Background: an optimization exercise with open tools, aiming at small area, a short achievable clock period and few clock cycles per item. Do not read the settings as production practice. RTL that was checked went through simulation tests only; none was proved equivalent to the original.

==> build 89: inputs <==
==> flow/design.v <==
module shake256_core (
    input  wire         clk,
    input  wire         rst,         
    input  wire         in_valid,
    output wire         in_ready,
    input  wire [63:0]  in_data,     
    input  wire         in_last,
    input  wire [3:0]   in_nbytes,   
    output wire         done,
    output wire [255:0] digest       
);
    localparam integer RATE_LANES = 17;   
    reg [4:0]  wptr;       
    reg        wfirst;     
    reg        padpend;    
    reg        bfull;      
    reg        blast;      
    reg        bfirst;     
    reg        run;        
    reg [4:0]  rnd;        
    reg        plast;      
    reg        done_r;
    reg        rdy_r;      
    reg        go_r;       
    reg        keep_r;     
    reg        nkeep_r;    
    reg        abs_r;      
    reg        padb_r;     
    reg [RATE_LANES-1:0] arm_r;    
    reg [RATE_LANES-1:0] parm_r;   
    reg        clr_r;      
    reg [63:0] bl [0:RATE_LANES-1];
    reg [63:0] st [0:24];   
    assign in_ready = rdy_r;
    assign done     = done_r;
    assign digest   = {st[3], st[2], st[1], st[0]};
    wire       acc     = in_valid && rdy_r;
    wire       padw    = padpend && !bfull;
    wire       short_l = in_last && (in_nbytes < 4'd8);    
    wire       take    = !run && bfull;                     
    reg [63:0] din;
    integer j;
    always @* begin
        for (j = 0; j < 8; j = j + 1) begin
            if (clr_r)
                din[8*j +: 8] = 8'h00;
            else if (padpend)
                din[8*j +: 8] = (j == 0) ? 8'h1F : 8'h00;
            else if (!short_l || j < in_nbytes[2:0])
                din[8*j +: 8] = in_data[8*j +: 8];
            else if (j == in_nbytes[2:0])
                din[8*j +: 8] = 8'h1F;
            else
                din[8*j +: 8] = 8'h00;
        end
    end
    integer i;
    always @(posedge clk) begin
        for (i = 0; i < RATE_LANES; i = i + 1)
            if ((arm_r[i] && in_valid) || parm_r[i] || clr_r)
                bl[i] <= din;
    end
    reg [4:0] wptr_n, rnd_n;
    reg       wfirst_n, padpend_n, bfull_n, blast_n, bfirst_n, run_n, plast_n;
    reg       cpl, cpl_last;
    always @* begin
        wptr_n = wptr; wfirst_n = wfirst; padpend_n = padpend;
        bfull_n = bfull && !take; blast_n = blast; bfirst_n = bfirst;
        cpl = 1'b0; cpl_last = 1'b0;
        if (padw) begin
            cpl = 1'b1; cpl_last = 1'b1; padpend_n = 1'b0;
        end else if (acc) begin
            if (short_l) begin
                cpl = 1'b1; cpl_last = 1'b1;
            end else begin
                if (in_last)
                    padpend_n = 1'b1;
                if (wptr == RATE_LANES-1)
                    cpl = 1'b1;
            end
        end
        if (cpl) begin
            bfull_n  = 1'b1;
            blast_n  = cpl_last;
            bfirst_n = wfirst;
            wfirst_n = cpl_last;
            wptr_n   = 5'd0;
        end else if (acc) begin
            wptr_n = wptr + 5'd1;
        end
        run_n = run; rnd_n = rnd; plast_n = plast;
        if (run) begin
            if (rnd == 5'd23) begin
                run_n = 1'b0; rnd_n = 5'd0;
            end else begin
                rnd_n = rnd + 5'd1;
            end
        end else if (bfull) begin
            run_n = 1'b1; rnd_n = 5'd1; plast_n = blast;
        end
        if (rst) begin
            wptr_n = 5'd0; wfirst_n = 1'b1; padpend_n = 1'b0; bfull_n = 1'b0;
            run_n = 1'b0; rnd_n = 5'd0;
        end
    end
    wire take_n = !run_n && bfull_n;
    always @(posedge clk) begin
        wptr    <= wptr_n;
        wfirst  <= wfirst_n;
        padpend <= padpend_n;
        bfull   <= bfull_n;
        blast   <= blast_n;
        bfirst  <= bfirst_n;
        run     <= run_n;
        rnd     <= rnd_n;
        plast   <= plast_n;
        done_r  <= !rst && run && rnd == 5'd23 && plast;
        rdy_r   <= !bfull_n && !padpend_n && !rst;
        go_r    <= run_n || bfull_n;
        keep_r  <= !(take_n && bfirst_n);
        nkeep_r <= take_n && bfirst_n;
        abs_r   <= take_n;
        padb_r  <= take_n && blast_n;
        clr_r   <= take_n || rst;
        for (i = 0; i < RATE_LANES; i = i + 1) begin
            arm_r[i]  <= !bfull_n && !padpend_n && !rst && (wptr_n == i);
            parm_r[i] <= !bfull_n && padpend_n && (wptr_n == i);
        end
    end
    function [63:0] rc;
        input [4:0] r;
        begin
            case (r)
                5'd0:  rc = 64'h0000000000000001;
                5'd1:  rc = 64'h0000000000008082;
                5'd2:  rc = 64'h800000000000808A;
                5'd3:  rc = 64'h8000000080008000;
                5'd4:  rc = 64'h000000000000808B;
                5'd5:  rc = 64'h0000000080000001;
                5'd6:  rc = 64'h8000000080008081;
                5'd7:  rc = 64'h8000000000008009;
                5'd8:  rc = 64'h000000000000008A;
                5'd9:  rc = 64'h0000000000000088;
                5'd10: rc = 64'h0000000080008009;
                5'd11: rc = 64'h000000008000000A;
                5'd12: rc = 64'h000000008000808B;
                5'd13: rc = 64'h800000000000008B;
                5'd14: rc = 64'h8000000000008089;
                5'd15: rc = 64'h8000000000008003;
                5'd16: rc = 64'h8000000000008002;
                5'd17: rc = 64'h8000000000000080;
                5'd18: rc = 64'h000000000000800A;
                5'd19: rc = 64'h800000008000000A;
                5'd20: rc = 64'h8000000080008081;
                5'd21: rc = 64'h8000000000008080;
                5'd22: rc = 64'h0000000080000001;
                default: rc = 64'h8000000080008008;
            endcase
        end
    endfunction
    function integer rho;
        input integer k;
        begin
            case (k)
                0: rho = 0;   1: rho = 1;   2: rho = 62;  3: rho = 28;  4: rho = 27;
                5: rho = 36;  6: rho = 44;  7: rho = 6;   8: rho = 55;  9: rho = 20;
                10: rho = 3;  11: rho = 10; 12: rho = 43; 13: rho = 25; 14: rho = 39;
                15: rho = 41; 16: rho = 45; 17: rho = 15; 18: rho = 21; 19: rho = 8;
                20: rho = 18; 21: rho = 2;  22: rho = 61; 23: rho = 56; default: rho = 14;
            endcase
        end
    endfunction
    reg [63:0] bx [0:24];
    reg [63:0] xs [0:24];
    reg [63:0] ps [0:4];
    reg [63:0] pb [0:4];
    reg [63:0] c [0:4];
    reg [63:0] d [0:4];
    reg [63:0] a [0:24];
    reg [63:0] b [0:24];
    reg [63:0] nxt [0:24];
    integer x, y;
    always @* begin
        for (i = 0; i < 25; i = i + 1)
            bx[i] = (i < RATE_LANES) ? bl[i] : 64'd0;
        for (i = 0; i < 25; i = i + 1)
            xs[i] = (nkeep_r ? 64'd0 : st[i]) ^ (abs_r ? bx[i] : 64'd0);
        xs[RATE_LANES-1][63] = xs[RATE_LANES-1][63] ^ padb_r;
        for (x = 0; x < 5; x = x + 1) begin
            ps[x] = st[x] ^ st[x+5] ^ st[x+10] ^ st[x+15] ^ st[x+20];
            pb[x] = bx[x] ^ bx[x+5] ^ bx[x+10] ^ bx[x+15] ^ bx[x+20];
            c[x]  = (keep_r ? ps[x] : 64'd0) ^ (abs_r ? pb[x] : 64'd0);
        end
        c[RATE_LANES % 5 - 1][63] = c[RATE_LANES % 5 - 1][63] ^ padb_r;
        for (x = 0; x < 5; x = x + 1)
            d[x] = c[(x+4)%5] ^ {c[(x+1)%5][62:0], c[(x+1)%5][63]};
        for (i = 0; i < 25; i = i + 1)
            a[i] = xs[i] ^ d[i%5];
        for (x = 0; x < 5; x = x + 1)
            for (y = 0; y < 5; y = y + 1)
                b[y + 5*((2*x + 3*y) % 5)] = (a[x+5*y] << rho(x+5*y)) |
                                             (a[x+5*y] >> ((64 - rho(x+5*y)) % 64));
        for (x = 0; x < 5; x = x + 1)
            for (y = 0; y < 5; y = y + 1)
                nxt[x+5*y] = b[x+5*y] ^ (~b[(x+1)%5+5*y] & b[(x+2)%5+5*y]);
        nxt[0] = nxt[0] ^ rc(rnd);
    end
    always @(posedge clk) begin
        if (go_r)
            for (i = 0; i < 25; i = i + 1)
                st[i] <= nxt[i];
    end
endmodule
==> flow/flow/run.sh <==
#!/bin/bash
# Standard ORFS layout with two changes:
# - synthesis maps the logic with an area-oriented ABC script
#   (flow/abc_map.script) in place of ORFS's speed script. Everything else in
#   synthesis (synth_recipe.tcl: no fsm/share passes, flattening, renaming) is
#   the standard flow's own, so registers and their cells are the standard synthesis's.
# - the port buffers that global placement inserts are buf_2 cells.
# Each make run's output goes to its own log here; ORFS's per-step logs are
# under orfs/logs.
set -euo pipefail
W=$(pwd)
{
  cat <<'EOT'
proc abc {args} {
  set i [lsearch -exact $args -script]
  if { $i >= 0 } { set args [lreplace $args $i [expr {$i + 1}] -script $::env(MY_ABC_SCRIPT)] }
  set j [lsearch -exact $args -D]
  if { $j >= 0 } { set args [lreplace $args $j [expr {$j + 1}]] }
  yosys abc {*}$args
}
EOT
  cat synth_recipe.tcl
} > "$W/flow_synth.tcl"
export MY_ABC_SCRIPT="$W/flow/abc_map.script"
bash standard.sh SYNTH_SCRIPT="$W/flow_synth.tcl" synth > "$W/synth_make.log" 2>&1
bash standard.sh "BUFFER_PORTS_ARGS=-buffer_cell sky130_fd_sc_hd__buf_2" finish > "$W/layout_make.log" 2>&1
==> flow/flow/abc_map.script <==
strash
dch
map -a
topo
stime -c
==> flow/standard.sh <==
#!/bin/bash
# synth_recipe.tcl (not shown) runs the flow's synth.tcl, then flattens the netlist and writes it again
# the make line also repeats each setting of config.mk as NAME=value (left out here)
make -C /OpenROAD-flow-scripts/flow DESIGN_CONFIG=/design/flow/config.mk WORK_HOME=/design/flow/orfs CLKGATE_MAP_FILE= SYNTH_SCRIPT=/design/flow/synth_recipe.tcl "${@:-finish}"
==> flow/config.mk <==
export PLATFORM = sky130hd
export DESIGN_NAME = shake256_core
export DESIGN_NICKNAME = shake256_core
export VERILOG_FILES = /design/flow/design.v
export SDC_FILE = /design/flow/constraint.sdc
export NUM_CORES = 8
export LEC_CHECK = 0
export CAP_MARGIN = 30
export CORE_MARGIN = 2
export CORE_UTILIZATION = 45
export SETUP_SLACK_MARGIN = 2.2
export SLEW_MARGIN = 30
==> flow/constraint.sdc <==
create_clock -name core_clock -period 6.5 [get_ports {clk}]
set_input_delay 1.3000 -clock core_clock [delete_from_list [all_inputs] [get_ports {clk}]]
set_output_delay 1.3000 -clock core_clock [all_outputs]
set_load 0.01 [all_outputs]
==> inputs of build 59, as changes to build 89 <==
==> flow/design.v, changed modules only <==
module shake256_core (
    input  wire         clk,
    input  wire         rst,         
    input  wire         in_valid,
    output wire         in_ready,
    input  wire [63:0]  in_data,     
    input  wire         in_last,
    input  wire [3:0]   in_nbytes,   
    output wire         done,
    output wire [255:0] digest       
);
    localparam integer RATE_LANES = 17;   
    reg [4:0]  wptr;       
    reg        padpend;    
    reg        bfull;      
    reg        blast;      
    reg        run;        
    reg [4:0]  rnd;        
    reg        plast;      
    reg        done_r;
    reg        rdy_r;      
    reg        go_r;       
    reg        keep_r;     
    reg        abs_r;      
    reg        abs2_r;     
    reg        padb_r;     
    reg [63:0] rc_r;       
    reg [RATE_LANES-1:0] arm_r;    
    reg [RATE_LANES-1:0] parm_r;   
    reg        clr_r;      
    reg [63:0] bl [0:RATE_LANES-1];
    reg [63:0] st [0:24];   
    assign in_ready = rdy_r;
    assign done     = done_r;
    assign digest   = {st[3], st[2], st[1], st[0]};
    wire       acc     = in_valid && rdy_r;
    wire       padw    = padpend && !bfull;
    wire       short_l = in_last && (in_nbytes < 4'd8);    
    reg [63:0] din;
    integer j;
    always @* begin
        for (j = 0; j < 8; j = j + 1) begin
            if (clr_r)
                din[8*j +: 8] = 8'h00;
            else if (padpend)
                din[8*j +: 8] = (j == 0) ? 8'h1F : 8'h00;
            else if (!short_l || j < in_nbytes[2:0])
                din[8*j +: 8] = in_data[8*j +: 8];
            else if (j == in_nbytes[2:0])
                din[8*j +: 8] = 8'h1F;
            else
                din[8*j +: 8] = 8'h00;
        end
    end
    integer i;
    always @(posedge clk) begin
        for (i = 0; i < RATE_LANES; i = i + 1)
            if ((arm_r[i] && in_valid) || parm_r[i] || clr_r)
                bl[i] <= din;
    end
    wire load  = !run && bfull;                              
    wire r23   = run && rnd == 5'd23;
    wire cont  = r23 && !plast && bfull;                     
    wire go    = load || (run && (!r23 || plast || bfull));
    wire take  = load || cont;
    reg [4:0] wptr_n, rnd_n;
    reg       padpend_n, bfull_n, blast_n, run_n, plast_n;
    reg       cpl, cpl_last;
    always @* begin
        wptr_n = wptr; padpend_n = padpend;
        bfull_n = bfull && !take; blast_n = blast;
        cpl = 1'b0; cpl_last = 1'b0;
        if (padw) begin
            cpl = 1'b1; cpl_last = 1'b1; padpend_n = 1'b0;
        end else if (acc) begin
            if (short_l) begin
                cpl = 1'b1; cpl_last = 1'b1;
            end else begin
                if (in_last)
                    padpend_n = 1'b1;
                if (wptr == RATE_LANES-1)
                    cpl = 1'b1;
            end
        end
        if (cpl) begin
            bfull_n = 1'b1;
            blast_n = cpl_last;
            wptr_n  = 5'd0;
        end else if (acc) begin
            wptr_n = wptr + 5'd1;
        end
        run_n = run; rnd_n = rnd; plast_n = plast;
        if (take) begin
            run_n = 1'b1; rnd_n = 5'd0; plast_n = blast;
        end else if (go) begin
            if (r23)
                run_n = 1'b0;
            else
                rnd_n = rnd + 5'd1;
        end
        if (rst) begin
            wptr_n = 5'd0; padpend_n = 1'b0; bfull_n = 1'b0;
            run_n = 1'b0; rnd_n = 5'd0;
        end
    end
    wire load_n = !run_n && bfull_n;
    wire r23_n  = run_n && rnd_n == 5'd23;
    wire cont_n = r23_n && !plast_n && bfull_n;
    wire go_n   = load_n || (run_n && (!r23_n || plast_n || bfull_n));
    always @(posedge clk) begin
        wptr    <= wptr_n;
        padpend <= padpend_n;
        bfull   <= bfull_n;
        blast   <= blast_n;
        run     <= run_n;
        rnd     <= rnd_n;
        plast   <= plast_n;
        done_r  <= !rst && r23 && plast;
        rdy_r   <= !bfull_n && !padpend_n && !rst;
        go_r    <= go_n;
        keep_r  <= !load_n;
        abs_r   <= load_n || cont_n;
        abs2_r  <= bfull_n && (!run_n || cont_n);   
        padb_r  <= (load_n || cont_n) && blast_n;
        rc_r    <= load_n ? 64'd0 : rc(rnd_n);
        clr_r   <= load_n || cont_n || rst;
        for (i = 0; i < RATE_LANES; i = i + 1) begin
            arm_r[i]  <= !bfull_n && !padpend_n && !rst && (wptr_n == i);
            parm_r[i] <= !bfull_n && padpend_n && (wptr_n == i);
        end
    end
    function [63:0] rc;
        input [4:0] r;
        begin
            case (r)
                5'd0:  rc = 64'h0000000000000001;
                5'd1:  rc = 64'h0000000000008082;
                5'd2:  rc = 64'h800000000000808A;
                5'd3:  rc = 64'h8000000080008000;
                5'd4:  rc = 64'h000000000000808B;
                5'd5:  rc = 64'h0000000080000001;
                5'd6:  rc = 64'h8000000080008081;
                5'd7:  rc = 64'h8000000000008009;
                5'd8:  rc = 64'h000000000000008A;
                5'd9:  rc = 64'h0000000000000088;
                5'd10: rc = 64'h0000000080008009;
                5'd11: rc = 64'h000000008000000A;
                5'd12: rc = 64'h000000008000808B;
                5'd13: rc = 64'h800000000000008B;
                5'd14: rc = 64'h8000000000008089;
                5'd15: rc = 64'h8000000000008003;
                5'd16: rc = 64'h8000000000008002;
                5'd17: rc = 64'h8000000000000080;
                5'd18: rc = 64'h000000000000800A;
                5'd19: rc = 64'h800000008000000A;
                5'd20: rc = 64'h8000000080008081;
                5'd21: rc = 64'h8000000000008080;
                5'd22: rc = 64'h0000000080000001;
                default: rc = 64'h8000000080008008;
            endcase
        end
    endfunction
    function integer rho;
        input integer k;
        begin
            case (k)
                0: rho = 0;   1: rho = 1;   2: rho = 62;  3: rho = 28;  4: rho = 27;
                5: rho = 36;  6: rho = 44;  7: rho = 6;   8: rho = 55;  9: rho = 20;
                10: rho = 3;  11: rho = 10; 12: rho = 43; 13: rho = 25; 14: rho = 39;
                15: rho = 41; 16: rho = 45; 17: rho = 15; 18: rho = 21; 19: rho = 8;
                20: rho = 18; 21: rho = 2;  22: rho = 61; 23: rho = 56; default: rho = 14;
            endcase
        end
    endfunction
    reg [63:0] c [0:4];
    reg [63:0] d [0:4];
    reg [63:0] a [0:24];
    reg [63:0] b [0:24];
    reg [63:0] ab [0:24];
    reg [63:0] nxt [0:24];
    reg        kp [0:24];   
    integer x, y;
    always @* begin
        for (x = 0; x < 5; x = x + 1)
            c[x] = st[x] ^ st[x+5] ^ st[x+10] ^ st[x+15] ^ st[x+20];
        for (x = 0; x < 5; x = x + 1)
            d[x] = c[(x+4)%5] ^ {c[(x+1)%5][62:0], c[(x+1)%5][63]};
        for (i = 0; i < 25; i = i + 1)
            a[i] = st[i] ^ d[i%5];
        for (x = 0; x < 5; x = x + 1)
            for (y = 0; y < 5; y = y + 1)
                b[y + 5*((2*x + 3*y) % 5)] = (a[x+5*y] << rho(x+5*y)) |
                                             (a[x+5*y] >> ((64 - rho(x+5*y)) % 64));
        for (i = 0; i < 25; i = i + 1) begin
            kp[i] = keep_r;
            ab[i] = (i < RATE_LANES && ((i < 9) ? abs_r : abs2_r)) ? bl[i] : 64'd0;
        end
        ab[RATE_LANES-1][63] = ab[RATE_LANES-1][63] ^ padb_r;
        ab[0] = ab[0] ^ rc_r;
        for (x = 0; x < 5; x = x + 1)
            for (y = 0; y < 5; y = y + 1)
                nxt[x+5*y] = ((kp[x+5*y] ? b[x+5*y] : 64'd0) ^ ab[x+5*y]) ^
                             (kp[x+5*y] ? (~b[(x+1)%5+5*y] & b[(x+2)%5+5*y]) : 64'd0);
    end
    always @(posedge clk) begin
        if (go_r)
            for (i = 0; i < 25; i = i + 1)
                st[i] <= nxt[i];
    end
endmodule
--- a/flow/flow/run.sh
+++ b/flow/flow/run.sh
@@ -1,7 +1,7 @@
 #!/bin/bash
 # Standard ORFS layout with two changes:
-# - synthesis maps the logic with an area-oriented ABC script
-#   (flow/abc_map.script) in place of ORFS's speed script. Everything else in
+# - synthesis maps the logic with flow/abc_map.script (dc2, &dch -f, &nf)
+#   in place of ORFS's speed script, for a smaller netlist. Everything else in
 #   synthesis (synth_recipe.tcl: no fsm/share passes, flattening, renaming) is
 #   the standard flow's own, so registers and their cells are the standard synthesis's.
 # - the port buffers that global placement inserts are buf_2 cells.
==> flow/flow/abc_map.script (replaced) <==
strash
dc2
&get -n
&dch -f
&nf -R 1000
&put
topo
==> flow/config.mk (replaced) <==
export PLATFORM = sky130hd
export DESIGN_NAME = shake256_core
export DESIGN_NICKNAME = shake256_core
export VERILOG_FILES = /design/flow/design.v
export SDC_FILE = /design/flow/constraint.sdc
export NUM_CORES = 8
export LEC_CHECK = 0
export CAP_MARGIN = 25
export CORE_MARGIN = 2
export CORE_UTILIZATION = 45
export CTS_CLUSTER_DIAMETER = 150
export CTS_CLUSTER_SIZE = 20
export PLACE_DENSITY = 0.7
export SETUP_SLACK_MARGIN = 3.5
export SLEW_MARGIN = 25
==> flow_summary.toml <==
[run_status]
status = "timing/DRC/antenna clean"

[detailed_routing]
routed-wl-met2_um = 361000

[setup_path]
r2r-end = "st[4][61]$_DFFE_PP_"
cp_common_cell = "xnor2_2"
critPathMaxFanout = 4

[floorplanning]
nWellTaps = 4515

[cells_and_area]
nNonClkBuffers = 1822
seqCellArea_um2 = 82000

[hold_path]
worstHoldPathCells = 2

[clocking]
cts.repair.resized = 1607
the above is filed under build 59

==> flow_summary.toml <==
[timing]
setup_viol = 0

[clocking]
cts.repair.resized = 71

[setup_path]
r2r-end = "st[5][24]$_DFFE_PP_"
cp_common_cell = "xor2_1"
critPathMaxFanout = 104

[floorplanning]
nWellTaps = 4950

[hold_path]
worstHoldPathCells = 0

[cells_and_area]
seqCellArea_um2 = 82100

[detailed_routing]
routed-wl-met2_um = 389000

[run_status]
status = "timing/DRC/antenna clean"
the above is filed under build 89

Testbench counts of build 59, summed over its fixed seeds: cycles 4,830, items 54.
For build 89, only the layout was checked, not whether the RTL still works.

-- afterwards: timing with drivers on the ports --
Ports are ideal in the flow. The routed layouts listed here were re-timed in OpenROAD.
Step 1: set_driving_cell puts a clkbuf_16 on clk and a buf_2 on each other input, an assumption about the parent block.
Step 2 moves the port delays by t, midway between the first and last clock arrival at a register: inputs arrive t later, outputs are due t later. That takes back most of the time a late clock gives input paths.
Slacks: ideal ports / drivers / drivers and shift; pairs: ideal ports / drivers.
run	shift t [ns]	setup WS [ns]	worst setup path at the end	worst data-port slew with drivers (ns)
build 89	1.105	1.756 / 1.756 / 1.720	input to register	0.08
build 59	1.095	3.143 / 3.143 / 2.463	input to register	0.19
After both steps every run listed still meets setup and hold. For build 59, which loses most, drivers alone change the setup slack by 0.000 ns; drivers and shift together by -0.680 ns.
